This is an optimization exercise on Yosys and OpenROAD, whose aim is small area, not a production implementation.
Function was not checked in any run shown here: the RTL went through the layout flow alone.
Power is estimated from default activity; no workload was simulated.

==> design/flow/design.v <==
module chk_channel #(
    parameter [3:0] CH = 4'd0
) (
    input  wire        clk,
    input  wire        rst,
    input  wire        sel,
    input  wire        w_cfg,
    input  wire        w_seq,
    input  wire        w_fsrc,
    input  wire        w_fcnt,
    input  wire        w_cmp,
    input  wire        w_crc,
    input  wire        w_start,      
    input  wire        w_ctl,        
    input  wire        w_res,        
    input  wire        w_cnt,        
    input  wire        w_le,         
    input  wire        w_fd,         
    input  wire        w_mmclr,      
    input  wire        mm_set,       
    input  wire        w_touch,      
    input  wire [5:0]  d_cfg,        
    input  wire [15:0] d_seq,
    input  wire [29:0] d_fsrc,
    input  wire [12:0] d_fcnt,
    input  wire [31:0] d_cmp,
    input  wire [31:0] d_crc,
    input  wire [31:0] d_res,
    input  wire [7:0]  d_alive,
    input  wire [1:0]  d_cuf,
    input  wire [1:0]  d_le,
    input  wire [3:0]  d_own,
    input  wire [6:0]  d_stamp,
    input  wire        rel_w,        
    input  wire        tick_due,     
    input  wire [6:0]  t_due,
    input  wire        jet_stop,
    input  wire [2:0]  jet_stop_id,
    input  wire        steward_stop,
    input  wire        lockout,
    output wire [5:0]  q_cfg,
    output wire [5:0]  q_act,
    output wire [15:0] q_seq,
    output wire [29:0] q_fsrc,
    output wire [12:0] q_fcnt,
    output wire [31:0] q_cmp,
    output wire [31:0] q_crc,
    output wire [31:0] q_res,
    output wire [7:0]  q_alive,
    output wire [1:0]  q_cuf,
    output wire [1:0]  q_le,
    output wire        q_fd,
    output wire        q_mm,
    output wire [3:0]  q_own
);
    localparam PRIV = (CH < 4);
    localparam [3:0] IDLE = 4'b0001;
    reg        cfg_cmp_en, cfg_swap;
    reg [1:0]  cfg_poly;
    reg        cfg_x0;
    reg        act_cmp_en, act_swap;
    reg [1:0]  act_poly;
    reg        act_x0;
    reg [15:0] seq;
    reg [29:0] fsrc;
    reg [12:0] fcnt;
    reg [31:0] cmp, crc, res;
    reg [7:0]  alive;
    reg [1:0]  cuf;
    reg [1:0]  last_end;
    reg        feed_st, mm_flag;
    reg [3:0]  own;
    reg [6:0]  stamp;
    wire [1:0] cfg_x, act_x;
    wire       rel_q  = (own != IDLE) && (lockout ||
                                  (jet_stop && own == {1'b1, jet_stop_id}) ||
                                  (steward_stop && own == 4'b0100) ||
                                  (tick_due && !(sel && w_touch) && stamp == t_due));
    wire       rel    = (sel && w_ctl) ? rel_w : rel_q;
    always @(posedge clk) begin
        if (rst || (sel && w_cfg)) begin
            cfg_cmp_en <= d_cfg[5];
            cfg_swap   <= d_cfg[4];
            cfg_poly   <= d_cfg[3:2];
            cfg_x0     <= d_cfg[0];
        end
        if (sel && w_start) begin
            act_cmp_en <= cfg_cmp_en;
            act_swap   <= cfg_swap;
            act_poly   <= cfg_poly;
            act_x0     <= cfg_x0;
        end
        if (rst || (sel && w_fsrc)) fsrc <= d_fsrc;
        if (rst || (sel && w_fcnt)) fcnt <= d_fcnt;
        if (rst || (sel && w_cmp))  cmp  <= d_cmp;
        if (sel && w_crc)           crc  <= d_crc;
        if (rst || (sel && w_res))  res  <= d_res;
        if (rst || (sel && w_mmclr) || mm_set)
            mm_flag <= !rst && !(sel && w_mmclr);
        if (rst || (sel && w_fd))   feed_st <= !rst;
        if (rst || rel || (sel && w_le))
            last_end <= rst ? 2'd0 : rel ? 2'd3 : d_le;
        if (rst || rel || (sel && w_ctl))
            own <= (rst || rel) ? IDLE : d_own;
        if (sel && w_touch) stamp <= d_stamp;
    end
    generate
        if (PRIV) begin : g_seq
            always @(posedge clk)
                if (rst || (sel && w_seq)) seq <= d_seq;
            assign cfg_x   = {1'b0, cfg_x0};
            assign act_x   = {1'b0, act_x0};
            assign q_seq   = seq;
            assign q_alive = 8'h00;
            assign q_cuf   = 2'd0;
        end else begin : g_alive
            reg cfg_x1, act_x1;
            always @(posedge clk) begin
                if (rst || (sel && w_cfg)) cfg_x1 <= d_cfg[1];
                if (sel && w_start)        act_x1 <= cfg_x1;
                if (rst || (sel && w_cnt)) begin
                    alive <= d_alive;
                    cuf   <= d_cuf;
                end
            end
            assign cfg_x   = {cfg_x1, cfg_x0};
            assign act_x   = {act_x1, act_x0};
            assign q_seq   = 16'h0000;
            assign q_alive = alive;
            assign q_cuf   = cuf;
        end
    endgenerate
    assign q_cfg  = {cfg_cmp_en, cfg_swap, cfg_poly, cfg_x};
    assign q_act  = {act_cmp_en, act_swap, act_poly, act_x};
    assign q_fsrc = fsrc;
    assign q_fcnt = fcnt;
    assign q_cmp  = cmp;
    assign q_crc  = crc;
    assign q_res  = res;
    assign q_le   = last_end;
    assign q_fd   = feed_st;
    assign q_mm   = mm_flag;
    assign q_own  = own;
endmodule
module chk_crc (
    input  wire [1:0]  poly,
    input  wire [31:0] x,
    input  wire [31:0] d,
    input  wire        one,
    input  wire        none,
    output wire [31:0] y
);
    wire [15:0] t0, m0, s0;
    wire [31:0] t1, m1, s1;
    wire [31:0] t2, m2, s2;
    wire [7:0]  t3, m3, s3;
    wire a0 = x[15] ^ d[23];
    wire a1 = x[0] ^ d[24];
    wire a2 = x[14] ^ d[22];
    wire a3 = x[7] ^ d[31];
    wire a4 = x[1] ^ d[25];
    wire a5 = x[2] ^ d[26];
    wire a6 = x[3] ^ d[27];
    wire a7 = x[5] ^ d[29];
    wire a8 = x[4] ^ d[28];
    wire a9 = x[6] ^ d[30];
    wire a10 = x[12] ^ d[20];
    wire a11 = x[13] ^ d[21];
    wire a12 = x[17] ^ d[9];
    wire a13 = x[9] ^ d[17];
    wire a14 = x[18] ^ d[10];
    wire a15 = x[11] ^ d[19];
    wire a16 = x[8] ^ d[16];
    wire a17 = x[10] ^ d[18];
    wire a18 = x[19] ^ d[11];
    wire a19 = x[23] ^ d[15];
    wire a20 = x[22] ^ d[14];
    wire a21 = x[21] ^ d[13];
    wire a22 = x[20] ^ d[12];
    wire a23 = x[16] ^ d[8];
    wire a24 = a0 ^ a16;
    wire a25 = a2 ^ a3;
    wire a26 = a5 ^ a14;
    wire a27 = a12 ^ a20;
    wire a28 = a8 ^ a10;
    wire a29 = a4 ^ a13;
    wire a30 = a7 ^ a11;
    wire a31 = a6 ^ a18;
    wire a32 = a9 ^ a15;
    wire a33 = a21 ^ a22;
    wire a34 = a17 ^ a19;
    wire a35 = a1 ^ a23;
    wire a36 = a1 ^ a24;
    wire a37 = a2 ^ a17;
    wire a38 = a0 ^ a25;
    wire a39 = a23 ^ a27;
    wire a40 = a11 ^ a26;
    wire a41 = a7 ^ a19;
    wire a42 = a10 ^ a29;
    wire a43 = a15 ^ a28;
    wire a44 = a5 ^ a6;
    wire a45 = a4 ^ a22;
    wire a46 = a12 ^ a13;
    wire a47 = a8 ^ a34;
    wire a48 = d[8] ^ d[12];
    wire a49 = a14 ^ a30;
    wire a50 = a18 ^ a32;
    wire a51 = a24 ^ a33;
    wire a52 = d[13] ^ a1;
    wire a53 = a3 ^ a9;
    wire a54 = a28 ^ a30;
    wire a55 = a27 ^ a31;
    wire a56 = a23 ^ a24;
    wire a57 = a25 ^ a32;
    wire a58 = a22 ^ a31;
    wire a59 = d[10] ^ d[14];
    wire a60 = d[22] ^ d[11];
    wire a61 = a18 ^ a40;
    wire a62 = a26 ^ a50;
    wire a63 = a21 ^ a34;
    wire a64 = a12 ^ a45;
    wire a65 = a35 ^ a46;
    wire a66 = a1 ^ a37;
    wire a67 = a0 ^ a21;
    wire a68 = a3 ^ a36;
    wire a69 = a15 ^ a19;
    wire a70 = d[15] ^ a44;
    wire a71 = a7 ^ a63;
    wire a72 = a7 ^ a66;
    wire a73 = a8 ^ a16;
    wire a74 = a17 ^ a38;
    wire a75 = a5 ^ a29;
    wire a76 = d[20] ^ d[21];
    wire a77 = a35 ^ a38;
    wire a78 = d[30] ^ a48;
    wire a79 = a4 ^ a5;
    wire a80 = x[15] ^ d[9];
    wire a81 = a13 ^ a20;
    wire a82 = a14 ^ a29;
    wire a83 = a4 ^ a49;
    wire a84 = d[19] ^ d[9];
    wire a85 = a0 ^ a20;
    wire a86 = a25 ^ a47;
    wire a87 = a9 ^ a37;
    wire a88 = d[31] ^ a80;
    wire a89 = a2 ^ a30;
    wire a90 = d[18] ^ a48;
    wire a91 = a10 ^ a14;
    wire a92 = a9 ^ a42;
    wire a93 = d[23] ^ a60;
    wire a94 = x[14] ^ a78;
    wire a95 = a27 ^ a36;
    wire a96 = a9 ^ a51;
    wire a97 = a6 ^ a67;
    wire a98 = d[17] ^ a93;
    wire a99 = a1 ^ a50;
    wire a100 = a26 ^ a32;
    wire a101 = a29 ^ a33;
    wire a102 = a33 ^ a55;
    wire a103 = d[12] ^ a68;
    wire a104 = a25 ^ a26;
    wire a105 = a41 ^ a43;
    wire a106 = a54 ^ a88;
    wire a107 = a39 ^ a40;
    wire a108 = a3 ^ a34;
    wire a109 = a16 ^ a27;
    wire a110 = a5 ^ a41;
    wire a111 = d[13] ^ a106;
    wire a112 = a4 ^ a19;
    wire a113 = a47 ^ a62;
    wire a114 = a22 ^ a43;
    wire a115 = a65 ^ a73;
    wire a116 = a8 ^ a39;
    wire a117 = d[21] ^ a52;
    wire a118 = a6 ^ a94;
    wire a119 = a28 ^ a31;
    wire a120 = a21 ^ a53;
    wire a121 = d[11] ^ d[15];
    wire a122 = a43 ^ a118;
    wire a123 = a28 ^ a55;
    wire a124 = a8 ^ a31;
    wire a125 = a8 ^ a84;
    wire a126 = x[24] ^ a91;
    wire a127 = a10 ^ a45;
    wire a128 = a9 ^ a38;
    wire a129 = a7 ^ a76;
    wire a130 = d[16] ^ a90;
    wire a131 = a72 ^ a82;
    wire a132 = d[22] ^ d[14];
    wire a133 = a31 ^ a53;
    wire a134 = a33 ^ a61;
    wire a135 = a16 ^ a29;
    wire a136 = a23 ^ a81;
    wire a137 = a6 ^ a33;
    wire a138 = a17 ^ a75;
    wire a139 = a42 ^ a57;
    wire a140 = a30 ^ a64;
    wire a141 = a11 ^ a21;
    wire a142 = a20 ^ a21;
    wire a143 = d[18] ^ a9;
    wire a144 = a83 ^ a87;
    wire a145 = a35 ^ a51;
    assign t0[0] = x[0] ^ d[16] ^ a122;
    assign t0[1] = x[1] ^ d[17] ^ a111;
    assign t0[2] = x[2] ^ a59 ^ a89 ^ a143;
    assign t0[3] = x[3] ^ d[19] ^ a121 ^ a128;
    assign t0[4] = x[4] ^ d[20] ^ a103;
    assign t0[5] = x[5] ^ a117 ^ a122 ^ a135;
    assign t0[6] = x[6] ^ a111 ^ a132 ^ a138;
    assign t0[7] = x[7] ^ d[23] ^ a30 ^ a32 ^ a37 ^ a59 ^ a70;
    assign t0[8] = a6 ^ a28 ^ a36 ^ a57 ^ a121;
    assign t0[9] = a29 ^ a54 ^ a103;
    assign t0[10] = x[8] ^ d[24] ^ d[13] ^ a30 ^ a75 ^ a87;
    assign t0[11] = x[9] ^ d[25] ^ d[14] ^ a32 ^ a44 ^ a74;
    assign t0[12] = x[10] ^ d[26] ^ d[15] ^ a68 ^ a94;
    assign t0[13] = x[11] ^ d[27] ^ a52 ^ a88 ^ a135;
    assign t0[14] = x[12] ^ d[28] ^ a59 ^ a138;
    assign t0[15] = x[13] ^ d[29] ^ d[11] ^ a15 ^ a17 ^ a70;
    assign t1[0] = a56 ^ a64 ^ a126 ^ a133;
    assign t1[1] = x[25] ^ a3 ^ a115 ^ a134;
    assign t1[2] = x[26] ^ a16 ^ a102 ^ a131;
    assign t1[3] = x[27] ^ a1 ^ a85 ^ a101 ^ a113;
    assign t1[4] = x[28] ^ a71 ^ a95 ^ a100;
    assign t1[5] = x[29] ^ a13 ^ a22 ^ a69 ^ a95;
    assign t1[6] = x[30] ^ a33 ^ a34 ^ a36 ^ a46 ^ a133;
    assign t1[7] = x[31] ^ a13 ^ a17 ^ a32 ^ a67 ^ a123;
    assign t1[8] = a20 ^ a23 ^ a49 ^ a108 ^ a114;
    assign t1[9] = a69 ^ a77 ^ a83 ^ a137;
    assign t1[10] = a8 ^ a20 ^ a104 ^ a137;
    assign t1[11] = a24 ^ a41 ^ a124 ^ a142;
    assign t1[12] = a41 ^ a68 ^ a82 ^ a123;
    assign t1[13] = a0 ^ a44 ^ a46 ^ a54 ^ a108;
    assign t1[14] = a18 ^ a43 ^ a74 ^ a140;
    assign t1[15] = a10 ^ a89 ^ a100 ^ a145;
    assign t1[16] = a55 ^ a77 ^ a92 ^ a141;
    assign t1[17] = a24 ^ a45 ^ a86 ^ a107;
    assign t1[18] = a33 ^ a110 ^ a139;
    assign t1[19] = a4 ^ a17 ^ a39 ^ a134;
    assign t1[20] = a2 ^ a26 ^ a69 ^ a102;
    assign t1[21] = a39 ^ a73 ^ a112 ^ a120;
    assign t1[22] = a35 ^ a58 ^ a85 ^ a92 ^ a110;
    assign t1[23] = a24 ^ a28 ^ a61 ^ a63;
    assign t1[24] = a49 ^ a95 ^ a139;
    assign t1[25] = a25 ^ a34 ^ a56 ^ a61 ^ a92;
    assign t1[26] = a32 ^ a40 ^ a42 ^ a66;
    assign t1[27] = a10 ^ a11 ^ a15 ^ a31 ^ a74 ^ a79;
    assign t1[28] = a2 ^ a11 ^ a44 ^ a56 ^ a114;
    assign t1[29] = a2 ^ a54 ^ a65 ^ a97;
    assign t1[30] = a0 ^ a116 ^ a144;
    assign t1[31] = a12 ^ a41 ^ a62 ^ a77;
    assign t2[0] = a2 ^ a36 ^ a126;
    assign t2[1] = x[25] ^ a0 ^ a11 ^ a18 ^ a29 ^ a35;
    assign t2[2] = x[26] ^ a5 ^ a35 ^ a37 ^ a64;
    assign t2[3] = x[27] ^ a4 ^ a12 ^ a15 ^ a26 ^ a97;
    assign t2[4] = x[28] ^ a20 ^ a26 ^ a35 ^ a119;
    assign t2[5] = x[29] ^ a1 ^ a19 ^ a124 ^ a140;
    assign t2[6] = x[30] ^ a7 ^ a28 ^ a79 ^ a96;
    assign t2[7] = x[31] ^ a30 ^ a44 ^ a120 ^ a136;
    assign t2[8] = a6 ^ a9 ^ a86 ^ a109;
    assign t2[9] = a1 ^ a13 ^ a25 ^ a105;
    assign t2[10] = a144;
    assign t2[11] = a5 ^ a38 ^ a99;
    assign t2[12] = a3 ^ a6 ^ a56 ^ a127;
    assign t2[13] = a5 ^ a115 ^ a141;
    assign t2[14] = a6 ^ a27 ^ a131;
    assign t2[15] = a0 ^ a4 ^ a113;
    assign t2[16] = a7 ^ a15 ^ a56 ^ a58 ^ a104;
    assign t2[17] = a65 ^ a96 ^ a119;
    assign t2[18] = a3 ^ a17 ^ a49 ^ a101 ^ a116;
    assign t2[19] = a2 ^ a62 ^ a71 ^ a109;
    assign t2[20] = a16 ^ a19 ^ a57 ^ a58 ^ a81;
    assign t2[21] = a13 ^ a14 ^ a33 ^ a86;
    assign t2[22] = a15 ^ a18 ^ a72 ^ a91 ^ a142;
    assign t2[23] = a11 ^ a19 ^ a85 ^ a99 ^ a127;
    assign t2[24] = a3 ^ a40 ^ a112 ^ a145;
    assign t2[25] = a26 ^ a31 ^ a39 ^ a42 ^ a67;
    assign t2[26] = a47 ^ a58 ^ a107;
    assign t2[27] = a12 ^ a31 ^ a51 ^ a105;
    assign t2[28] = a8 ^ a89 ^ a96 ^ a136;
    assign t2[29] = a13 ^ a39 ^ a71 ^ a128;
    assign t2[30] = a10 ^ a34 ^ a39 ^ a57;
    assign t2[31] = a11 ^ a12 ^ a25 ^ a69;
    assign t3[0] = d[23] ^ d[14] ^ a4 ^ a90 ^ a117;
    assign t3[1] = d[15] ^ a52 ^ a79 ^ a84 ^ a132;
    assign t3[2] = d[10] ^ a52 ^ a70 ^ a76 ^ a130;
    assign t3[3] = a1 ^ a6 ^ a98 ^ a125 ^ a130;
    assign t3[4] = d[17] ^ d[8] ^ a59 ^ a125 ^ a129;
    assign t3[5] = d[9] ^ d[10] ^ d[15] ^ a60 ^ a129 ^ a143;
    assign t3[6] = d[16] ^ d[19] ^ d[21] ^ d[10] ^ d[12] ^ a53 ^ a93;
    assign t3[7] = d[20] ^ d[12] ^ a3 ^ a52 ^ a98;
    wire b0_0 = m0[12] ^ d[4];
    wire b0_1 = m0[13] ^ d[5];
    wire b0_2 = m0[14] ^ d[6];
    wire b0_3 = m0[15] ^ d[7];
    wire b0_4 = d[0] ^ b0_0;
    wire b0_5 = m0[10] ^ d[2];
    wire b0_6 = b0_2 ^ b0_5;
    wire b0_7 = m0[11] ^ d[3];
    wire b0_8 = m0[9] ^ d[1];
    wire b0_9 = b0_3 ^ b0_7;
    wire b0_10 = m0[8] ^ b0_4;
    wire b0_11 = b0_1 ^ b0_8;
    assign s0[0] = b0_10;
    assign s0[1] = b0_11;
    assign s0[2] = b0_6;
    assign s0[3] = b0_9;
    assign s0[4] = b0_0;
    assign s0[5] = b0_1 ^ b0_10;
    assign s0[6] = b0_2 ^ b0_11;
    assign s0[7] = b0_3 ^ b0_6;
    assign s0[8] = m0[0] ^ b0_9;
    assign s0[9] = m0[1] ^ b0_0;
    assign s0[10] = m0[2] ^ b0_1;
    assign s0[11] = m0[3] ^ b0_2;
    assign s0[12] = m0[4] ^ b0_3 ^ b0_10;
    assign s0[13] = m0[5] ^ b0_11;
    assign s0[14] = m0[6] ^ b0_6;
    assign s0[15] = m0[7] ^ b0_9;
    wire b1_0 = m1[2] ^ d[2];
    wire b1_1 = m1[1] ^ d[1];
    wire b1_2 = m1[7] ^ d[7];
    wire b1_3 = m1[6] ^ d[6];
    wire b1_4 = m1[4] ^ d[4];
    wire b1_5 = m1[3] ^ d[3];
    wire b1_6 = m1[5] ^ d[5];
    wire b1_7 = m1[0] ^ d[0];
    wire b1_8 = b1_1 ^ b1_3;
    wire b1_9 = b1_0 ^ b1_4;
    wire b1_10 = b1_5 ^ b1_6;
    wire b1_11 = b1_2 ^ b1_7;
    wire b1_12 = b1_8 ^ b1_10;
    wire b1_13 = b1_0 ^ b1_8;
    wire b1_14 = b1_7 ^ b1_9;
    wire b1_15 = b1_2 ^ b1_10;
    wire b1_16 = b1_3 ^ b1_9;
    wire b1_17 = b1_5 ^ b1_11;
    wire b1_18 = b1_2 ^ b1_13;
    wire b1_19 = b1_0 ^ b1_17;
    wire b1_20 = b1_1 ^ b1_4;
    wire b1_21 = b1_6 ^ b1_11;
    wire b1_22 = b1_9 ^ b1_12;
    wire b1_23 = b1_2 ^ b1_4;
    wire b1_24 = b1_1 ^ b1_14;
    assign s1[0] = m1[8] ^ b1_5 ^ b1_24;
    assign s1[1] = m1[9] ^ b1_10 ^ b1_24;
    assign s1[2] = m1[10] ^ b1_22;
    assign s1[3] = m1[11] ^ b1_15 ^ b1_16;
    assign s1[4] = m1[12] ^ b1_6 ^ b1_18;
    assign s1[5] = m1[13] ^ b1_8 ^ b1_23;
    assign s1[6] = m1[14] ^ b1_15 ^ b1_20;
    assign s1[7] = m1[15] ^ b1_12;
    assign s1[8] = m1[16] ^ b1_11 ^ b1_16;
    assign s1[9] = m1[17] ^ b1_9 ^ b1_21;
    assign s1[10] = m1[18] ^ b1_6 ^ b1_16;
    assign s1[11] = m1[19] ^ b1_3 ^ b1_15;
    assign s1[12] = m1[20] ^ b1_5 ^ b1_18;
    assign s1[13] = m1[21] ^ b1_1 ^ b1_2;
    assign s1[14] = m1[22] ^ b1_5 ^ b1_20;
    assign s1[15] = m1[23] ^ b1_6 ^ b1_14;
    assign s1[16] = m1[24] ^ b1_7 ^ b1_12;
    assign s1[17] = m1[25] ^ b1_8 ^ b1_9 ^ b1_11;
    assign s1[18] = m1[26] ^ b1_6 ^ b1_23;
    assign s1[19] = m1[27] ^ b1_12 ^ b1_14;
    assign s1[20] = m1[28] ^ b1_2 ^ b1_22;
    assign s1[21] = m1[29] ^ b1_8 ^ b1_21;
    assign s1[22] = m1[30] ^ b1_3 ^ b1_4 ^ b1_17;
    assign s1[23] = m1[31] ^ b1_0 ^ b1_15;
    assign s1[24] = b1_13;
    assign s1[25] = b1_19;
    assign s1[26] = b1_0;
    assign s1[27] = b1_5;
    assign s1[28] = b1_4 ^ b1_7;
    assign s1[29] = b1_1 ^ b1_6 ^ b1_7;
    assign s1[30] = b1_7 ^ b1_13;
    assign s1[31] = b1_1 ^ b1_19;
    wire b2_0 = m2[0] ^ d[0];
    wire b2_1 = m2[1] ^ d[1];
    wire b2_2 = m2[7] ^ d[7];
    wire b2_3 = m2[6] ^ d[6];
    wire b2_4 = m2[2] ^ d[2];
    wire b2_5 = m2[3] ^ d[3];
    wire b2_6 = m2[4] ^ d[4];
    wire b2_7 = m2[5] ^ d[5];
    wire b2_8 = b2_0 ^ b2_7;
    wire b2_9 = b2_1 ^ b2_2;
    wire b2_10 = b2_4 ^ b2_5;
    wire b2_11 = b2_3 ^ b2_9;
    wire b2_12 = b2_5 ^ b2_6;
    wire b2_13 = b2_3 ^ b2_8;
    wire b2_14 = b2_0 ^ b2_6;
    wire b2_15 = b2_4 ^ b2_6;
    wire b2_16 = b2_1 ^ b2_13;
    wire b2_17 = b2_1 ^ b2_8;
    wire b2_18 = b2_10 ^ b2_11;
    wire b2_19 = b2_2 ^ b2_12;
    wire b2_20 = b2_2 ^ b2_15;
    wire b2_21 = b2_3 ^ b2_19;
    wire b2_22 = b2_3 ^ b2_10;
    wire b2_23 = b2_9 ^ b2_12;
    wire b2_24 = b2_1 ^ b2_4;
    assign s2[0] = m2[8] ^ b2_4;
    assign s2[1] = m2[9] ^ b2_0 ^ b2_5;
    assign s2[2] = m2[10] ^ b2_1 ^ b2_14;
    assign s2[3] = m2[11] ^ b2_7 ^ b2_24;
    assign s2[4] = m2[12] ^ b2_0 ^ b2_22;
    assign s2[5] = m2[13] ^ b2_23;
    assign s2[6] = m2[14] ^ b2_6 ^ b2_7;
    assign s2[7] = m2[15] ^ b2_13;
    assign s2[8] = m2[16] ^ b2_11;
    assign s2[9] = m2[17] ^ b2_2;
    assign s2[10] = m2[18] ^ b2_4;
    assign s2[11] = m2[19] ^ b2_5;
    assign s2[12] = m2[20] ^ b2_14;
    assign s2[13] = m2[21] ^ b2_17;
    assign s2[14] = m2[22] ^ b2_3 ^ b2_24;
    assign s2[15] = m2[23] ^ b2_2 ^ b2_10;
    assign s2[16] = m2[24] ^ b2_10 ^ b2_14;
    assign s2[17] = m2[25] ^ b2_12 ^ b2_17;
    assign s2[18] = m2[26] ^ b2_15 ^ b2_16;
    assign s2[19] = m2[27] ^ b2_7 ^ b2_18;
    assign s2[20] = m2[28] ^ b2_21;
    assign s2[21] = m2[29] ^ b2_7 ^ b2_20;
    assign s2[22] = m2[30] ^ b2_7 ^ b2_22;
    assign s2[23] = m2[31] ^ b2_21;
    assign s2[24] = b2_8 ^ b2_20;
    assign s2[25] = b2_10 ^ b2_16;
    assign s2[26] = b2_14 ^ b2_18;
    assign s2[27] = b2_7 ^ b2_23;
    assign s2[28] = b2_6 ^ b2_13;
    assign s2[29] = b2_8 ^ b2_11;
    assign s2[30] = b2_0 ^ b2_11;
    assign s2[31] = b2_9;
    wire b3_0 = m3[4] ^ d[4];
    wire b3_1 = m3[1] ^ d[1];
    wire b3_2 = m3[5] ^ d[5];
    wire b3_3 = m3[0] ^ d[0];
    wire b3_4 = m3[2] ^ d[2];
    wire b3_5 = m3[3] ^ d[3];
    wire b3_6 = m3[6] ^ d[6];
    wire b3_7 = b3_0 ^ b3_3;
    wire b3_8 = m3[7] ^ d[7];
    wire b3_9 = b3_4 ^ b3_8;
    wire b3_10 = b3_2 ^ b3_7;
    wire b3_11 = b3_1 ^ b3_6;
    wire b3_12 = b3_0 ^ b3_5;
    wire b3_13 = b3_1 ^ b3_5;
    assign s3[0] = b3_6 ^ b3_10;
    assign s3[1] = b3_2 ^ b3_8 ^ b3_11;
    assign s3[2] = b3_9 ^ b3_10;
    assign s3[3] = b3_7 ^ b3_13;
    assign s3[4] = b3_3 ^ b3_4 ^ b3_11;
    assign s3[5] = b3_9 ^ b3_13;
    assign s3[6] = b3_4 ^ b3_12;
    assign s3[7] = b3_2 ^ b3_12;
    assign m0 = one ? x[15:0] : t0;
    assign m1 = one ? x : t1;
    assign m2 = one ? x : t2;
    assign m3 = one ? x[7:0] : t3;
    reg [31:0] ys;
    always @(*) begin
        case (poly)
            2'd0:    ys = {16'h0000, s0};
            2'd1:    ys = s1;
            2'd2:    ys = s2;
            default: ys = {24'h000000, s3};
        endcase
    end
    assign y = none ? x : ys;
endmodule
module chk_unit (
    input  wire        clk,
    input  wire        rst,
    input  wire        req_valid,
    input  wire        req_write,
    input  wire [6:0]  req_addr,
    input  wire [31:0] req_wdata,
    input  wire [2:0]  req_src,
    input  wire [2:0]  req_jet,
    output reg         rsp_valid,
    output reg         rsp_denied,
    output reg  [31:0] rsp_rdata,
    input  wire [7:0]  fold_addr,
    input  wire        tick_ms,
    input  wire        jet_stop,
    input  wire [2:0]  jet_stop_id,
    input  wire        steward_stop,
    input  wire        lockout,
    output wire        mismatch_evt,
    output reg  [2:0]  mismatch_ch
);
    localparam [3:0] R_CFG  = 4'd0, R_SEQ  = 4'd1, R_FSRC = 4'd2, R_FCNT = 4'd3,
                     R_CTL  = 4'd4, R_DATA = 4'd5, R_BYTE = 4'd6, R_RES  = 4'd7,
                     R_CMP  = 4'd8, R_STAT = 4'd9;
    localparam [3:0] IDLE = 4'b0001;
    wire [2:0]  c  = req_addr[6:4];
    wire [3:0]  r  = req_addr[3:0];
    wire [31:0] wd = req_wdata;
    wire        priv = !c[2];
    wire [3:0]  id = (req_src == 3'd1) ? {1'b1, req_jet} : {1'b0, req_src};
    localparam NB = 32 + 32 + 32 + 30 + 13 + 16 + 6 + 6 + 8 + 2 + 4 + 2 + 1 + 1;
    wire [NB-1:0] q_all [0:7];
    wire [7:0]    oh_c = 8'd1 << c;
    reg [NB-1:0] s_all;
    integer n;
    always @(*) begin
        s_all = {NB{1'b0}};
        for (n = 0; n < 8; n = n + 1)
            s_all = s_all | (q_all[n] & {NB{oh_c[n]}});
    end
    wire [31:0] crc_c, res_c, cmp_c;
    wire [29:0] fsrc_c;
    wire [12:0] fcnt_c;
    wire [15:0] seq_c;
    wire [5:0]  cfg_c, act_c;
    wire [7:0]  alive_c;
    wire [1:0]  cuf_c, le_c;
    wire [3:0]  own_c;
    wire        mm_c, fd_c;
    assign {crc_c, res_c, cmp_c, fsrc_c, fcnt_c, seq_c, cfg_c, act_c,
            alive_c, cuf_c, own_c, le_c, mm_c, fd_c} = s_all;
    wire active_c = (own_c != IDLE);
    wire owner_c  = (own_c == id);
    wire prot     = (r <= R_BYTE) || (r == R_CMP);
    wire denied   = (priv && req_src == 3'd1) || (active_c && !owner_c && prot);
    wire ok       = req_valid && req_write && !denied;
    wire is_ctl = (r == R_CTL);
    wire b_start  = wd[31], b_feed = wd[30], b_finish = wd[29], b_abort = wd[28];
    wire start    = is_ctl && b_start;
    wire act1     = b_start || active_c;
    wire fin      = is_ctl && act1 && !b_abort && !b_feed && b_finish;
    wire feed     = is_ctl && act1 && !b_abort && b_feed;
    wire ends     = is_ctl && act1 && (b_abort || (!b_feed && b_finish));
    wire [5:0] cf      = start ? cfg_c : act_c;
    wire       cmp_en  = cf[5];
    wire [1:0] poly    = cf[3:2];
    wire [1:0] cnt_w   = cf[1:0];
    wire       seq_inc = fin && priv && cf[0];
    wire       cnt     = fin && !priv && (cnt_w != 2'd0);
    wire       cnt4    = (cnt_w == 2'd1);
    reg [31:0] x0;
    always @(*) begin
        if (start) begin
            case ({priv, poly})
                3'b000: x0 = 32'h0000_FFFF;
                3'b011: x0 = 32'h0000_00FF;
                3'b100: x0 = 32'h0000_1E0C;
                3'b101: x0 = 32'hA942_E6BC;
                3'b110: x0 = 32'hF095_8FD9;
                3'b111: x0 = 32'h0000_007E;
                default: x0 = 32'hFFFF_FFFF;
            endcase
        end else begin
            x0 = crc_c;
        end
    end
    wire [7:0]  cbyte = cnt4 ? {4'h0, alive_c[3:0]} : alive_c;
    wire [31:0] dsw   = {wd[7:0], wd[15:8], wd[23:16], wd[31:24]};
    wire        swap  = act_c[4];
    wire [31:0] edata = is_ctl ? (priv ? {8'h00, fold_addr, seq_c} : {24'h0, cbyte})
                               : ((r == R_DATA && swap) ? dsw : wd);
    wire        one   = (r == R_BYTE) || (is_ctl && !priv && cnt);
    wire        none  = is_ctl && !(priv && start) && !cnt;
    wire [31:0] y;
    chk_crc u_crc (.poly(poly), .x(x0), .d(edata), .one(one), .none(none), .y(y));
    reg [31:0] fin_v, mask;
    always @(*) begin
        case (poly)
            2'd0:    begin fin_v = {16'h0000, y[15:0]};       mask = 32'h0000_FFFF; end
            2'd3:    begin fin_v = {24'h000000, ~y[7:0]};      mask = 32'h0000_00FF; end
            default: begin fin_v = ~y;                         mask = 32'hFFFF_FFFF; end
        endcase
    end
    wire [31:0] diff = fin_v ^ (cmp_c & mask);
    reg  [7:0]  mm_part;
    reg         mm_pend;
    integer k;
    always @(posedge clk) begin
        for (k = 0; k < 8; k = k + 1)
            mm_part[k] <= |diff[4*k +: 4];
        mm_pend <= !rst && ok && fin && cmp_en;
    end
    assign mismatch_evt = mm_pend && (mm_part != 8'h00);
    wire [7:0] mm_set = {8{mismatch_evt}} & (8'd1 << mismatch_ch);
    wire [3:0] own_s = start ? id : own_c;
    wire [3:0] d_own = (b_abort || (!b_feed && b_finish)) ? IDLE : own_s;
    wire       rel_w = (d_own != IDLE) && (lockout ||
                                           (jet_stop && d_own == {1'b1, jet_stop_id}) ||
                                           (steward_stop && d_own == 4'b0100));
    reg  [6:0] tcnt;
    wire [6:0] tnext = tcnt + {6'd0, tick_ms};
    wire [6:0] t_due = tcnt - 7'd99;
    wire [5:0]  d_cfg   = rst ? 6'b000100
                              : {wd[16], wd[4], wd[1:0], priv ? {1'b0, wd[12]} : wd[9:8]};
    wire [15:0] d_seq   = rst ? 16'h0 : (r == R_SEQ) ? wd[15:0] : seq_c + 16'd1;
    wire [29:0] d_fsrc  = rst ? 30'h0 : {wd[31:30], wd[27:0]};
    wire [12:0] d_fcnt  = rst ? 13'h0 : wd[12:0];
    wire [31:0] d_cmp   = rst ? 32'h0 : wd;
    wire [31:0] d_res   = rst ? 32'h0 : fin_v;
    wire [7:0]  d_alive = rst ? 8'h0 : cnt4 ? {4'h0, alive_c[3:0] + 4'd1} : alive_c + 8'd1;
    wire [1:0]  d_cuf   = rst ? 2'd0 : {1'b1, cnt4};
    wire [1:0]  d_le    = b_abort ? 2'd2 : 2'd1;
    wire w_cfg   = (r == R_CFG);
    wire w_seq   = (r == R_SEQ) || seq_inc;
    wire w_fsrc  = (r == R_FSRC);
    wire w_fcnt  = (r == R_FCNT);
    wire w_cmp   = (r == R_CMP);
    wire w_crc   = (r == R_CTL) || (r == R_DATA) || (r == R_BYTE);
    wire w_mmclr = (r == R_STAT) && wd[23];
    wire w_touch = owner_c || start;
    genvar g;
    generate
        for (g = 0; g < 8; g = g + 1) begin : chan
            wire [5:0]  q_cfg, q_act;
            wire [15:0] q_seq;
            wire [29:0] q_fsrc;
            wire [12:0] q_fcnt;
            wire [31:0] q_cmp, q_crc, q_res;
            wire [7:0]  q_alive;
            wire [1:0]  q_cuf, q_le;
            wire        q_fd, q_mm;
            wire [3:0]  q_own;
            chk_channel #(.CH(g)) u_ch (
                .clk(clk), .rst(rst),
                .sel(ok && oh_c[g]),
                .w_cfg(w_cfg), .w_seq(w_seq), .w_fsrc(w_fsrc), .w_fcnt(w_fcnt),
                .w_cmp(w_cmp), .w_crc(w_crc), .w_start(start), .w_ctl(is_ctl),
                .w_res(fin), .w_cnt(cnt), .w_le(ends), .w_fd(feed), .w_mmclr(w_mmclr), .mm_set(mm_set[g]),
                .w_touch(w_touch),
                .d_cfg(d_cfg), .d_seq(d_seq), .d_fsrc(d_fsrc), .d_fcnt(d_fcnt),
                .d_cmp(d_cmp), .d_crc(y), .d_res(d_res), .d_alive(d_alive),
                .d_cuf(d_cuf), .d_le(d_le), .d_own(d_own),
                .d_stamp(tnext),
                .rel_w(rel_w), .tick_due(tick_ms), .t_due(t_due),
                .jet_stop(jet_stop), .jet_stop_id(jet_stop_id),
                .steward_stop(steward_stop), .lockout(lockout),
                .q_cfg(q_cfg), .q_act(q_act), .q_seq(q_seq),
                .q_fsrc(q_fsrc), .q_fcnt(q_fcnt), .q_cmp(q_cmp),
                .q_crc(q_crc), .q_res(q_res), .q_alive(q_alive),
                .q_cuf(q_cuf), .q_le(q_le), .q_fd(q_fd), .q_mm(q_mm),
                .q_own(q_own)
            );
            assign q_all[g] = {q_crc, q_res, q_cmp, q_fsrc, q_fcnt, q_seq, q_cfg, q_act,
                               q_alive, q_cuf, q_own, q_le, q_mm, q_fd};
        end
    endgenerate
    wire [7:0] cnt_used = !cuf_c[1] ? 8'h00
                        : cuf_c[0] ? {4'h0, alive_c[3:0] - 4'd1} : alive_c - 8'd1;
    wire [2:0] owner    = !active_c ? 3'd0 : own_c[3] ? 3'd1 : own_c[2:0];
    wire [2:0] ojet     = own_c[3] ? own_c[2:0] : 3'd0;
    reg [31:0] rdata;
    always @(*) begin
        case (r)
            R_CFG:  rdata = {15'h0, cfg_c[5], 3'h0, priv & cfg_c[0], 2'h0,
                             priv ? 2'b00 : cfg_c[1:0], 3'h0, cfg_c[4], 2'h0, cfg_c[3:2]};
            R_SEQ:  rdata = {16'h0000, seq_c};
            R_FSRC: rdata = {fsrc_c[29:28], 2'b00, fsrc_c[27:0]};
            R_FCNT: rdata = {19'h0, fcnt_c};
            R_RES:  rdata = res_c;
            R_CMP:  rdata = cmp_c;
            R_STAT: rdata = {active_c ? 2'd1 : 2'd0, owner, ojet, mm_c | mm_set[c],
                             1'b0, le_c, 1'b0, 1'b0, fd_c, 1'b0, cnt_used, 8'h00};
            default: rdata = 32'h0;
        endcase
    end
    always @(posedge clk) begin
        if (rst) begin
            rsp_valid    <= 1'b0;
            tcnt         <= 7'd0;
        end else begin
            rsp_valid    <= req_valid;
            tcnt         <= tnext;
        end
        rsp_denied  <= req_write && denied;
        rsp_rdata   <= rdata;
        mismatch_ch <= c;
    end
endmodule
==> design/flow/flow/run.sh <==
#!/bin/bash
# Own layout flow. Synthesis is the standard one (standard.sh synth); its
# combinational logic is then mapped again by ABC for area, keeping every
# register cell as it is. The layout is the standard ORFS flow, with clock
# tree and port buffer settings of our own. Each tool's output goes to a log
# of its own in this folder.
set -euo pipefail
W=$(pwd)
R=$W/orfs/results/$FLOW_PLATFORM/chk_unit/base

# 1. the standard synthesis
bash standard.sh synth > 1_standard_synth.log 2>&1

# 2. re-map the logic between the registers
cp $R/1_2_yosys.v $W/standard_synth.v
PLATFORM_DIR=$FLOW_HOME/platforms/$FLOW_PLATFORM
(
  export LIB_FILES=$PLATFORM_DIR/lib/sky130_fd_sc_hd__tt_025C_1v80.lib
  export DESIGN_NAME=$FLOW_TOP
  export DONT_USE_CELLS="sky130_fd_sc_hd__probe_p_8 sky130_fd_sc_hd__probec_p_8 sky130_fd_sc_hd__lpflow_*"
  export TIEHI_CELL_AND_PORT="sky130_fd_sc_hd__conb_1 HI"
  export TIELO_CELL_AND_PORT="sky130_fd_sc_hd__conb_1 LO"
  export MIN_BUF_CELL_AND_PORTS="sky130_fd_sc_hd__buf_4 A X"
  export REMAP_ABC="strash;dc2;dch,-f;amap"
  export REMAP_IN=$W/standard_synth.v
  export REMAP_TMP=$W/remap_abc.v
  export REMAP_OUT=$W/remap.v
  export REMAP_STAT=$W/remap_stat.txt
  YOSYS=$FLOW_HOME/../tools/install/yosys/bin/yosys
  [[ -x $YOSYS ]] || YOSYS=yosys
  REMAP_STEP=1 $YOSYS -c flow/remap.tcl > 2_remap_abc.log 2>&1
  REMAP_STEP=2 $YOSYS -c flow/remap.tcl > 2_remap_finish.log 2>&1
)
cp $W/remap.v $R/1_2_yosys.v

# 3. the layout
bash standard.sh \
  "CTS_ARGS=-sink_clustering_enable -repair_clock_nets -sink_clustering_size 12 -sink_clustering_max_diameter 50 -buf_list sky130_fd_sc_hd__clkbuf_8 -dont_use_dummy_load" \
  "BUFFER_PORTS_ARGS=-buffer_cell sky130_fd_sc_hd__buf_1" \
  finish > 3_layout.log 2>&1
==> design/flow/flow/remap.tcl <==
# Re-map the combinational logic of the standard synthesis for area.
# The registers stay as they are: every flip-flop cell of the standard
# netlist is kept as a black box, so its instance, name and cell type do
# not change; only the logic between them is mapped again by ABC.
set lib [lindex $::env(LIB_FILES) 0]

# cells kept as they are: registers, latches and special cells
set keep {*__*df* *__*dl* *__*lpflow* *__*probe* *__*ebuf* *__*einv* *__*diode*
          *__*tap* *__*decap* *__macro* *__ha_* *__fa_*}

if {$::env(REMAP_STEP) == 1} {
  # every other cell becomes its logic function, which ABC maps again
  yosys read_liberty -ignore_miss_func $lib
  yosys blackbox {*}$keep
  yosys read_verilog $::env(REMAP_IN)
  yosys hierarchy -top $::env(DESIGN_NAME)
  yosys flatten
  yosys delete t:\$scopeinfo
  yosys opt -purge
  set dont_use {}
  foreach c $::env(DONT_USE_CELLS) { lappend dont_use -dont_use $c }
  yosys abc -liberty $lib {*}$dont_use -script "+$::env(REMAP_ABC)"
  yosys opt_clean -purge
  yosys delete sky130_fd_sc_hd__*
  yosys write_verilog -noattr -nohex -nodec $::env(REMAP_TMP)
} elseif {$::env(REMAP_STEP) == 2} {
  # finish as the standard synthesis does: tie cells, buffered pass-throughs
  yosys read_liberty -lib $lib
  yosys read_verilog $::env(REMAP_TMP)
  yosys hierarchy -check -top $::env(DESIGN_NAME)
  yosys hilomap -singleton -hicell {*}$::env(TIEHI_CELL_AND_PORT) -locell {*}$::env(TIELO_CELL_AND_PORT)
  yosys insbuf -buf {*}$::env(MIN_BUF_CELL_AND_PORTS)
  yosys splitnets
  yosys opt_clean -purge
  yosys check -assert -mapped
  yosys tee -o $::env(REMAP_STAT) stat -liberty $lib
  yosys write_verilog -noattr -nohex -nodec $::env(REMAP_OUT)
} else {
  # the re-mapped logic must equal the standard synthesis's, register by register
  yosys read_liberty -ignore_miss_func $lib
  yosys blackbox {*}$keep
  yosys read_verilog $::env(REMAP_IN)
  yosys rename $::env(DESIGN_NAME) gold
  yosys read_verilog $::env(REMAP_OUT)
  yosys rename $::env(DESIGN_NAME) gate
  yosys hierarchy -check
  yosys flatten gold gate
  yosys delete t:\$scopeinfo
  yosys opt_clean -purge
  yosys equiv_make gold gate equiv
  yosys hierarchy -top equiv
  yosys equiv_simple -undef
  yosys equiv_induct -undef
  yosys equiv_status -assert
}
==> design/flow/standard.sh <==
#!/bin/bash
# synth_recipe.tcl (not shown) runs the flow's synth.tcl, then flattens the netlist and writes it again
# the make line also repeats each setting of config.mk as NAME=value (left out here)
make -C /OpenROAD-flow-scripts/flow DESIGN_CONFIG=/design/flow/config.mk WORK_HOME=/design/flow/orfs CLKGATE_MAP_FILE= SYNTH_SCRIPT=/design/flow/synth_recipe.tcl "${@:-finish}"
==> design/flow/config.mk <==
export PLATFORM = sky130hd
export DESIGN_NAME = chk_unit
export DESIGN_NICKNAME = chk_unit
export VERILOG_FILES = /design/flow/design.v
export SDC_FILE = /design/flow/constraint.sdc
export NUM_CORES = 8
export LEC_CHECK = 0
export CAP_MARGIN = 20
export CORE_MARGIN = 2
export CORE_UTILIZATION = 60
export SLEW_MARGIN = 20
==> design/flow/constraint.sdc <==
create_clock -name core_clock -period 13.0 [get_ports {clk}]
set_input_delay 2.6000 -clock core_clock [delete_from_list [all_inputs] [get_ports {clk}]]
set_output_delay 2.6000 -clock core_clock [all_outputs]
set_load 0.01 [all_outputs]
==> results.sh, run 1 <==
export IMPL_cp_max_fo=18
export IMPL_p_sw_mw=4.179
export IMPL_clk_pin_slew_ps=80
export IMPL_rsz0062_at_grt="false"
export IMPL_final_cells=7250
export IMPL_cp_start_kind="primary input"
export IMPL_antenna_found_initial=24
export IMPL_tns_ps=0
export IMPL_required_ps=13510
export IMPL_ff2ff_setup_slack_ps=2640
export IMPL_viasPerCell=7.496
export IMPL_clk_latency_ps=900
export IMPL_synthesis_nets=5245
export IMPL_slowest_delay_ps=680
export IMPL_r2r_start="chan[1].u_ch.cfg_poly[1]"
export IMPL_setup_viol=0
export IMPL_drt_total_wl_um=267100
export IMPL_nNetsFinal=5905
export IMPL_post_place_cells=7081
export IMPL_hp_class="register to register"
export IMPL_dr_pass1_iters=14
export IMPL_fin_util_pct=67.83
export IMPL_synth_warning_count=10
export IMPL_grt_overflow=0
export IMPL_leakage_nw=23.18
export IMPL_period_share_pct=97.00
export IMPL_ant_nets=0
export IMPL_timing_rr_end="chan[2].u_ch.res[3]"
export IMPL_powerDensity_mw_per_mm2=166.1
export IMPL_core_area_mm2=0.1068
export IMPL_die_width_um=331.8
export IMPL_p_int_mw=7.847
export IMPL_grt_max_degree=100
export IMPL_grt_pass1_vias=49490
export IMPL_ir_drop_uv=143.8
export IMPL_crit_arrival_ps=13120
export IMPL_cts_num_sinks=1477
export IMPL_r2r_cells=40
export IMPL_max_slew_margin_pct=16.37
export IMPL_fin_skew_ps=104.3
export IMPL_hold_viol_final=0
export IMPL_clkPwrFrac_pct=20.4
export IMPL_h_tree_depth=4
export IMPL_pwr_share_comb_pct=30.8
export IMPL_gp_congestion=1.129
export IMPL_slowest_stage="o22ai_1"
export IMPL_grt_pass1_wl_um=368100
export IMPL_dpl_hpwl_um=182600
export IMPL_cp_common_cell="nor2_1"
export IMPL_wl_per_cell_um=36.84
export IMPL_clock_tree_buffer_depth=3
export IMPL_portBuffers=101
export IMPL_tightest_slew_ps=1246
export IMPL_status="finished clean"
export IMPL_vias=54350
export IMPL_cts_buffers=146
export IMPL_num_io_pins=102
export IMPL_max_freq_mhz=79.30
export IMPL_post_cts_buffers=0
export IMPL_crit_type="primary input to register"
export IMPL_initial_core_util_pct=60.38
export IMPL_seq_power_share_pct=48.9
export IMPL_syn_area_mm2=0.06446
export IMPL_die_area_mm2=0.1101
export IMPL_min_path_cells=0
export IMPL_track_usage_pct=47.67
export IMPL_drv_slew=0
export IMPL_drt_iter0_drc=11260
export IMPL_avgSynthCellArea_um2=12.47
export IMPL_die_h_um=331.8
export IMPL_hp_start="chan[5].u_ch.g_alive.cfg_x1"
export IMPL_drv_cap=0
export IMPL_p_sw_share_pct=34.75
export IMPL_syn_inst=5168
export IMPL_final_layout_size_suffix_gt1_share_pct=11.38
export IMPL_end_kind="register"
export IMPL_finalWorstPathRequiredPeriod_ps=12610
export IMPL_cts_root_buffer="clkbuf_8"
export IMPL_num_rows=120
export IMPL_syn_to_final_growth_pct=12.34
export IMPL_min_to="chan[5].u_ch.g_alive.act_x1"
export IMPL_tritoncts="done"
export IMPL_drc_errors=0
==> power groups by stage <==
stage | clock network [mW] | logic, mW | registers [mW]
floorplan | 0 | 1.87 | 5.94
global placement | 0 | 3.49 | 5.96
detailed placement | 0 | 3.49 | 5.98
CTS | 2.42 | 3.51 | 5.87
finish | 2.45 | 3.70 | 5.88
global route | 2.58 | 3.84 | 5.90
==> worst max path at each step <==
stage	startpoint	endpoint
floorplan	req_addr[4]	chan[0].u_ch.res[7]
global placement	req_addr[4]	mm_part[3]
detailed placement	req_addr[4]	chan[3].u_ch.res[0]
CTS	req_addr[4]	mm_part[3]
global route	req_addr[4]	mm_part[3]
finish	req_addr[4]	chan[2].u_ch.res[3]
==> state kept, by name, indices dropped and copies added, names as in the netlist, 56 cells and up <==
name             flops
chan.u_ch.stamp     56
chan.u_ch.fsrc     240
chan.u_ch.crc      256
chan.u_ch.seq       64
chan.u_ch.res      256
chan.u_ch.cmp      256
chan.u_ch.fcnt     104
==> final cells by class <==
| class | count | area (um2) |
|---|---|---|
| flip-flops and latches | 1477 | 43820 |
| fillers | 7616 | 34340 |
| multi-input cells | 3272 | 19630 |
| repair buffers | 515 | 3542 |
| clock buffers | 146 | 2009 |
| well taps | 1403 | 1755 |
| inverters | 416 | 1598 |
| diodes | 21 | 52.55 |
==> layer usage <==
layer	vias up	track usage, %	share of wire (%)
met5	-	0	0.095
met4	14	30.60	8.0
met3	1244	17.88	17
met2	5627	67.76	42
met1	25370	61.82	33
li1	22090	-	-
==> through the flow <==
stage | setup WS, ps | power [mW] | area [um2] | hold slack, ps
after global placement | -132.1 | 9.447 | 70290 | 421.4
after detailed placement | -120.3 | 9.470 | 70300 | 435.0
final | 390.2 | 12.03 | 72410 | 452.6
after global routing | 8.510 | 12.32 | 72370 | 460.5
after floorplan | -81.84 | 7.812 | 64700 | 418.0
after CTS | 715.7 | 11.80 | 72310 | 443.6
==> worst max-delay path: cells and delay by family <==
family | cells | cell delay (ps)
AO/OA/AOI/OAI | 19 | 6040
adder cells (fa/ha/maj) | 1 | 300
buffers and inverters | 11 | 2690
AND/OR/NAND/NOR | 14 | 1440
==> what timing repair did <==
item | in CTS | in global routing
hold buffers | 0 | 0
endpoints found under the setup margin | 0 | 1
gates resized for setup | 0 | 2
hold endpoints to repair | 0 | 0
==> placed cells by master, fill, tap and decap left out, types with 46 or more instances in the layout <==
master and instances:
a21oi_1 369, nor2_1 637, buf_4 408, nand2_1 373, a222oi_1 195, o22ai_1 399, o221ai_1 46, dfxtp_1 53
nor2_4 49, clkinv_1 408, clkbuf_8 146, a221oi_1 63, edfxtp_1 1424, nor3_1 56, o21ai_0 219, or2_0 69
a31oi_1 77, a22o_1 46, buf_1 97, a22oi_1 111
==> inputs of run 2 (changes only) <==
--- a/design/flow/config.mk
+++ b/design/flow/config.mk
@@ -9,3 +9,4 @@
 export CORE_MARGIN = 2
 export CORE_UTILIZATION = 60
+export GPL_TIMING_DRIVEN = 0
 export SLEW_MARGIN = 20
==> run 2 against run 1 <==
  * Flip-flop and latch count is the same
  * Die area stayed put
  * Via count down 1.4%
  * Final cell count fell by 2.2%
  * Global-route usage shrank 0.86 points
  * Clock power about the same
  * Largest power group unchanged
  * Now fails the layout checks on negative setup slack
  * Setup slack got worse by 440 ps
  * Combinational power grew 6.2%
  * First-iteration DRC count is 1.2% lower
  * Area after synthesis did not move
  * Utilization is 2.9 points higher
  * Worst hold slack lost 14 ps
==> results.sh, run 2 <==
export IMPL_nNetsFinal=5761
export IMPL_required_ps=13730
export IMPL_fin_ws_ps=-54.08
export IMPL_hold_viol_final=0
export IMPL_seqCellArea_mm2=0.04382
export IMPL_die_width_um=331.8
export IMPL_dpl_hpwl_um=184200
export IMPL_drv_slew=0
export IMPL_slowest_stage="nor3_1"
export IMPL_cts_buffers=147
export IMPL_num_io_pins=102
export IMPL_portBuffers=101
export IMPL_clk_pin_slew_ps=80
export IMPL_multi_input_area_mm2=0.02163
export IMPL_final_cells=7090
export IMPL_fin_area_mm2=0.07548
export IMPL_tightest_slew_ps=1397
export IMPL_avgSynthCellArea_um2=12.47
export IMPL_num_rows=120
export IMPL_drv_cap=0
export IMPL_initial_core_util_pct=60.38
export IMPL_clk_latency_ps=880
export IMPL_final_layout_size_suffix_gt1_share_pct=14.45
export IMPL_fillers=7137
export IMPL_clock_tree_buffer_depth=3
export IMPL_synthesis_nets=5245
export IMPL_fin_skew_ps=72.70
export IMPL_violatedChecks="negative setup slack"
export IMPL_viasPerCell=7.555
export IMPL_synth_warning_count=10
export IMPL_drt_iter0_drc=11120
export IMPL_timing_hold_ws_ps=438.5
export IMPL_setup_viol=1
export IMPL_post_place_cells=6846
export IMPL_crit_arrival_ps=13780
export IMPL_dr_pass1_iters=12
export IMPL_final_cell_mix="edfxtp_1 (1424), nor2_1 (596), nand2_1 (371), clkinv_1 (341), a21oi_1 (340)"
export IMPL_slowest_delay_ps=1120
export IMPL_post_place_ws_ps=-7882
export IMPL_rsz0062_at_grt="true"
export IMPL_die_area_mm2=0.1101
export IMPL_ir_drop_uv=118.9
export IMPL_wl_per_cell_um=37.02
export IMPL_grt_overflow=0
export IMPL_cp_start_kind="primary input"
export IMPL_reg_top3="chan.u_ch.cmp x256, chan.u_ch.crc x256, chan.u_ch.res x256"
export IMPL_hp_class="register to register"
export IMPL_cp_max_fo=29
export IMPL_syn_to_final_growth_pct=17.10
export IMPL_crit_type="primary input to register"
export IMPL_totalPowerFinal_mw=12.28
export IMPL_status="finished with violations"
export IMPL_h_tree_depth=4
export IMPL_finalWorstPathRequiredPeriod_ps=13050
export IMPL_hold_buffers=0
export IMPL_syn_area_mm2=0.06446
export IMPL_grt_pass1_vias=48900
export IMPL_ant_nets=0
export IMPL_drc_errors=0
export IMPL_antenna_found_initial=18
export IMPL_leakage_nw=23.69
export IMPL_powerDensity_mw_per_mm2=162.7
export IMPL_max_freq_mhz=76.60
export IMPL_final_common_cell="edfxtp_1"
export IMPL_max_slew_margin_pct=6.173
export IMPL_track_usage_pct=46.81
export IMPL_tritoncts="done"
export IMPL_place_area_mm2=0.07085
export IMPL_drt_total_wl_um=262500
export IMPL_die_h_um=331.8
export IMPL_end_kind="register"
export IMPL_vias=53570
export IMPL_cts_root_buffer="clkbuf_8"
export IMPL_grt_max_degree=79
export IMPL_period_share_pct=100.4
export IMPL_cts_num_sinks=1477
export IMPL_core_area_mm2=0.1068
export IMPL_grt_pass1_wl_um=362500
export IMPL_gp_congestion=1.028
export IMPL_syn_inst=5168
==> run 2: worst max-delay path, delay by kind of cell <==
| kind | cells | cell delay [ps] |
|---|---|---|
| and+or+nand+nor | 7 | 3890 |
| buffers and inverters | 10 | 3590 |
| AOI/OAI and AO/OA | 12 | 3550 |
==> run 2: final cells by class <==
class	instances	area share, %
antenna	5	0.01658
buffer	3	0.02984
clock buffer	147	2.680
inverter	416	2.337
multi-input combinational	3276	28.66
sequential	1477	58.06
tap	1403	2.326
timing repair buffer	363	5.898
==> run 2: power breakdown <==
group          switching, mW  internal (mW)  total, mW
clock                   1.47           1.01       2.47
combinational           2.79           1.14       3.93
sequential             0.104           5.77       5.87
total                   4.36           7.91       12.3
==> run 2: layer usage <==
metal | track usage [%] | part of all wire (%) | wire length (um) | vias to the layer above
met2 | 67.28 | 42 | 110000 | 5250
met5 | 1.433 | 0.16 | 417 | -
met3 | 17.92 | 17 | 44750 | 1259
met4 | 28.17 | 7.9 | 20690 | 26
met1 | 60.41 | 33 | 86620 | 25210
li1 | - | - | - | 21830
==> run 2: final timing paths <==
| check | from | to | slack (ps) | cells after the start |
|---|---|---|---|---|
| worst max-delay path | req_addr[6] | mm_part[3] | -50 | 29 |
| worst min-delay path | chan[5].u_ch.cfg_x0 | chan[5].u_ch.act_x0 | 440 | 0 |
| worst max register to register | chan[4].u_ch.cfg_poly[1] | chan[2].u_ch.res[7] | 3320 | 40 |
| worst min register to register | chan[5].u_ch.cfg_x0 | chan[5].u_ch.act_x0 | 440 | 0 |
==> run 2: what timing repair did <==
action                                  CTS  global route
buffers inserted                         50            36
gates resized for setup                 242           135
gates cloned                              4             0
pin swaps                                37            17
endpoints found under the setup margin  520           389
==> run 2: per-stage QoR <==
stage / util, % / setup TNS [ps]
CTS: 69.76 / -134.0
finish: 70.71 / -54.08
global route: 70.70 / -359.2
floorplan: - / -654.7
global placement: 62.61 / -
detailed placement: 66.37 / -3242900

-- port drivers added, routing unchanged --
No port has a modelled driver above. Below, the same layouts with a new extraction and two added sets of constraints. Step 1 sets driving cells, clkbuf_16 on the clock port and buf_2 on the other inputs (assumed; they add their load-dependent delay and slew). Step 2, shift: input delay + t, output delay - t, t = (earliest + latest rising clock arrival at the registers) / 2. This alone moves slack from input paths to output paths. a / b / c = no drivers / after step 1 / after step 2; a / b = the first two.
| run | t, ns | setup WS [ns] | worst setup path at the end | slew at the worst register clock pin (ns) |
|---|---|---|---|---|
| run 1 | 0.919 | 0.390 / 0.436 / -0.483 | input to register | 0.09 / 0.09 |
| run 2 | 0.925 | -0.054 / 0.000 / -0.925 | input to register | 0.09 / 0.09 |
With both steps, setup timing fails in run 1, where it was met with ideal ports. For run 1, which loses most, drivers alone change the setup slack by +0.046 ns; drivers and shift together by -0.873 ns.
